This is an optimization exercise on Yosys and OpenROAD, whose aim is small area, a short achievable clock period and few clock cycles per item, not a production implementation.
The RTL was checked by simulation tests, not by an equivalence proof against the original design.
No activity file was given, so power comes from the tool's default toggle rates.

Design flow_steer, start of the top module:
module flow_steer (
    input  wire         clk,
    input  wire         rst,
    input  wire         in_valid,
    output reg          in_ready,
    input  wire [31:0]  in_seed,
    input  wire [4:0]   in_hash_sel,     
    input  wire         in_mode,         
    input  wire [7:0]   in_aff_mask,
    input  wire [7:0]   in_online_mask,
    input  wire         in_tunnel,
    input  wire [23:0]  in_vni,
    input  wire         o_has_mac,
    input  wire [95:0]  o_mac,
    input  wire         o_has_ip,
    input  wire         o_v6,
    input  wire [127:0] o_src,
    input  wire [127:0] o_dst,
    input  wire [7:0]   o_proto,
    input  wire         o_has_ports,
    input  wire [31:0]  o_ports,
    input  wire         o_frag,
    input  wire         i_has_mac,
    input  wire [95:0]  i_mac,
    input  wire         i_has_ip,
    input  wire         i_v6,
    input  wire [127:0] i_src,
    input  wire [127:0] i_dst,
    input  wire [7:0]   i_proto,
    input  wire         i_has_ports,
    input  wire [31:0]  i_ports,
  ...
Size in the first run: about 240 flip-flops, roughly 22,000 sq um of cells after synthesis.
Settings: LEC_CHECK=0, CAP_MARGIN=20, CORE_AREA=5 5 315 315, DIE_AREA=0 0 320 320, PLACE_DENSITY=0.45, SLEW_MARGIN=20; clock period 10.0 ns.
standard.sh (not shown) runs the stock make flow with config.mk's settings and CLKGATE_MAP_FILE= SYNTH_SCRIPT=/design/flow/synth_recipe.tcl, a recipe that flattens the netlist after the stock synthesis.
==> flow/flow/run.sh <==
#!/bin/bash
# The standard layout (the standard.sh: ORFS synthesis to finish), with the
# port buffers that global placement inserts made of the smallest buffer cell
# instead of the cell the resizer picks by default. Every port still gets its
# own buffer. make's full output goes to flow.log in this folder.
set -euo pipefail
export BUFFER_PORTS_ARGS="-buffer_cell sky130_fd_sc_hd__buf_1"
bash standard.sh > flow.log 2>&1
The first run ran to the end with no violations.
Testbench counts at the start, summed over its fixed seeds: cycles 8,214, items 3,200.
==> next run, changes <==
==> flow/flow/run.sh (replaced) <==
#!/bin/bash
# The standard layout (the standard.sh: ORFS synthesis to finish) with two
# changes to how the layout is optimised: the port buffers that global
# placement inserts are the smallest buffer cell (every port still gets its
# own buffer), and the resizer's timing repair aims for 6.0 ns of setup slack
# against the design's unchanged 10 ns clock. make's full output goes to
# flow.log in this folder.
set -euo pipefail
export BUFFER_PORTS_ARGS="-buffer_cell sky130_fd_sc_hd__buf_1"
export SETUP_SLACK_MARGIN=6.0
bash standard.sh > flow.log 2>&1
After rerunning: Die area stays the same; final cell count climbs by 0.60%; total power drops by about 1.3%; hold slack stays flat; non-clock buffer count climbs by 37; first-iteration DRC count climbs by about 3.4%; combinational power hardly moves; clock power barely changes; clock-buffer cell count drops by 4.
==> next run, changes <==
--- a/flow/flow/run.sh
+++ b/flow/flow/run.sh
@@ -5 +5 @@
-# own buffer), and the resizer's timing repair aims for 6.0 ns of setup slack
+# own buffer), and the resizer's timing repair aims for 6.2 ns of setup slack
@@ -10 +10 @@
-export SETUP_SLACK_MARGIN=6.0
+export SETUP_SLACK_MARGIN=6.2
After rerunning: The new run went through all stages and came out clean. Global-route usage stays flat. Non-clock buffer count goes up by 43. Count of clock-buffer cells in the layout is higher by 13. Area after synthesis is unchanged.
==> next run, changes <==
--- a/flow/flow/run.sh
+++ b/flow/flow/run.sh
@@ -5 +5 @@
-# own buffer), and the resizer's timing repair aims for 6.2 ns of setup slack
+# own buffer), and the resizer's timing repair aims for 6.5 ns of setup slack
@@ -10 +10 @@
-export SETUP_SLACK_MARGIN=6.2
+export SETUP_SLACK_MARGIN=6.5
What happened:
- The new run completed with no timing, DRC or antenna violations
- first-iteration DRC count came out higher by 1.9%
- setup slack is better by 0.085 ns
- clock skew goes up by 0.015 ns
- routed wire length is lower by 3.3%
- power rises by 4.7%
- non-clock buffer count came out higher by 61
- clock-buffer cell count shrinks by 4
- flip-flop and latch count stays the same
- maximum frequency came out higher by 2.2%
==> next run, changes <==
--- a/flow/flow/run.sh
+++ b/flow/flow/run.sh
@@ -5 +5 @@
-# own buffer), and the resizer's timing repair aims for 6.5 ns of setup slack
+# own buffer), and the resizer's timing repair aims for 6.2 ns of setup slack
@@ -10 +10 @@
-export SETUP_SLACK_MARGIN=6.5
+export SETUP_SLACK_MARGIN=6.2
CTS_BUF_LIST = sky130_fd_sc_hd__clkbuf_8   (was default)
What happened: The new run completed with no timing, DRC or antenna violations. Wire length increases by 3.3%. Worst setup slack loses 0.13 ns. Area after synthesis stays the same. Core utilization decreases by 2.3 points. Final area decreases by 6.8%.

* * *

Setup of job 7402:
flow_steer, a different RTL version from the one above (not shown whole).
Size in the first run: ~2,400 cells after synthesis, roughly 23,000 um2 of cells after synthesis.
export LEC_CHECK = 0
export CAP_MARGIN = 20
export CORE_AREA = 5 5 315 315
export DIE_AREA = 0 0 320 320
export PLACE_DENSITY = 0.45
export SLEW_MARGIN = 20
create_clock -name core_clock -period 10.0 [get_ports {clk}]
==> flow/flow/run.sh <==
#!/bin/bash
# The standard layout (the standard.sh: ORFS synthesis to finish), with the
# port buffers that global placement inserts made of the smallest buffer cell
# instead of the cell the resizer picks by default. Every port still gets its
# own buffer. make's full output goes to flow.log in this folder.
set -euo pipefail
export BUFFER_PORTS_ARGS="-buffer_cell sky130_fd_sc_hd__buf_1"
bash standard.sh > flow.log 2>&1
Job 7402 finished every step from synthesis to the final layout, and the layout passed the timing, design-rule and antenna checks.
Testbench counts of job 7402, summed over its fixed seeds: cycles 8,214, items 3,200.
Here is what was changed in the inputs of job 9592 compared with job 7402.
==> flow/run.sh (new file) <==
#!/bin/bash
# synth_recipe.tcl (not shown) runs the flow's synth.tcl, then flattens the netlist and writes it again
# the make line also repeats each setting of config.mk as NAME=value (left out here)
make -C /OpenROAD-flow-scripts/flow DESIGN_CONFIG=/design/flow/config.mk WORK_HOME=/design/flow/orfs CLKGATE_MAP_FILE= SYNTH_SCRIPT=/design/flow/synth_recipe.tcl finish
removed: flow/flow/run.sh
removed: flow/standard.sh
[summary]
- Cmp job 9592 vs job 7402: met1 wire length higher in job 9592
- Of job 9592 and job 7402, the lower setup slack belongs to job 9592.
- The net switching component of the power of job 9592 was inferior to that of job 7402.

re-timing with driven ports:
Ports are ideal in the flow. The routed layouts listed here were re-timed in OpenROAD.
Step 1: set_driving_cell puts a clkbuf_16 on clk and a buf_2 on each other input, an assumption about the parent block.
Step 2 adds t to the input delays and takes it off the output delays; t is the mean of the earliest and latest rising clock arrival at the registers after step 1. Input paths then give back, and output paths get back, about the clock's delay inside the block.
a / b / c = ideal / step 1 / step 2; a / b = the first two.
run	shift t [ns]	setup slack, ns	latest minus earliest clock arrival (ns)	worst slew at a driven data input, ns
the first run of note 1	0.662	5.518 / 5.549 / 4.886	0.050 / 0.051	0.38
the second run of note 1	0.669	5.934 / 5.934 / 5.301	0.036 / 0.035	0.48
the third run of note 1	0.609	6.124 / 6.124 / 5.626	0.033 / 0.032	0.35
the fourth run of note 1	0.621	6.209 / 6.209 / 5.856	0.045 / 0.044	0.34
the fifth run of note 1	0.705	6.080 / 6.080 / 5.466	0.052 / 0.052	0.40
job 7402	0.628	5.168 / 5.168 / 5.038	0.029 / 0.030	0.36
job 9592	0.631	4.683 / 4.683 / 4.534	0.026 / 0.026	0.36
After both steps setup and hold are still met in every run listed. For the second run of note 1, which loses most, drivers alone change the setup slack by 0.000 ns; drivers and shift together by -0.633 ns.
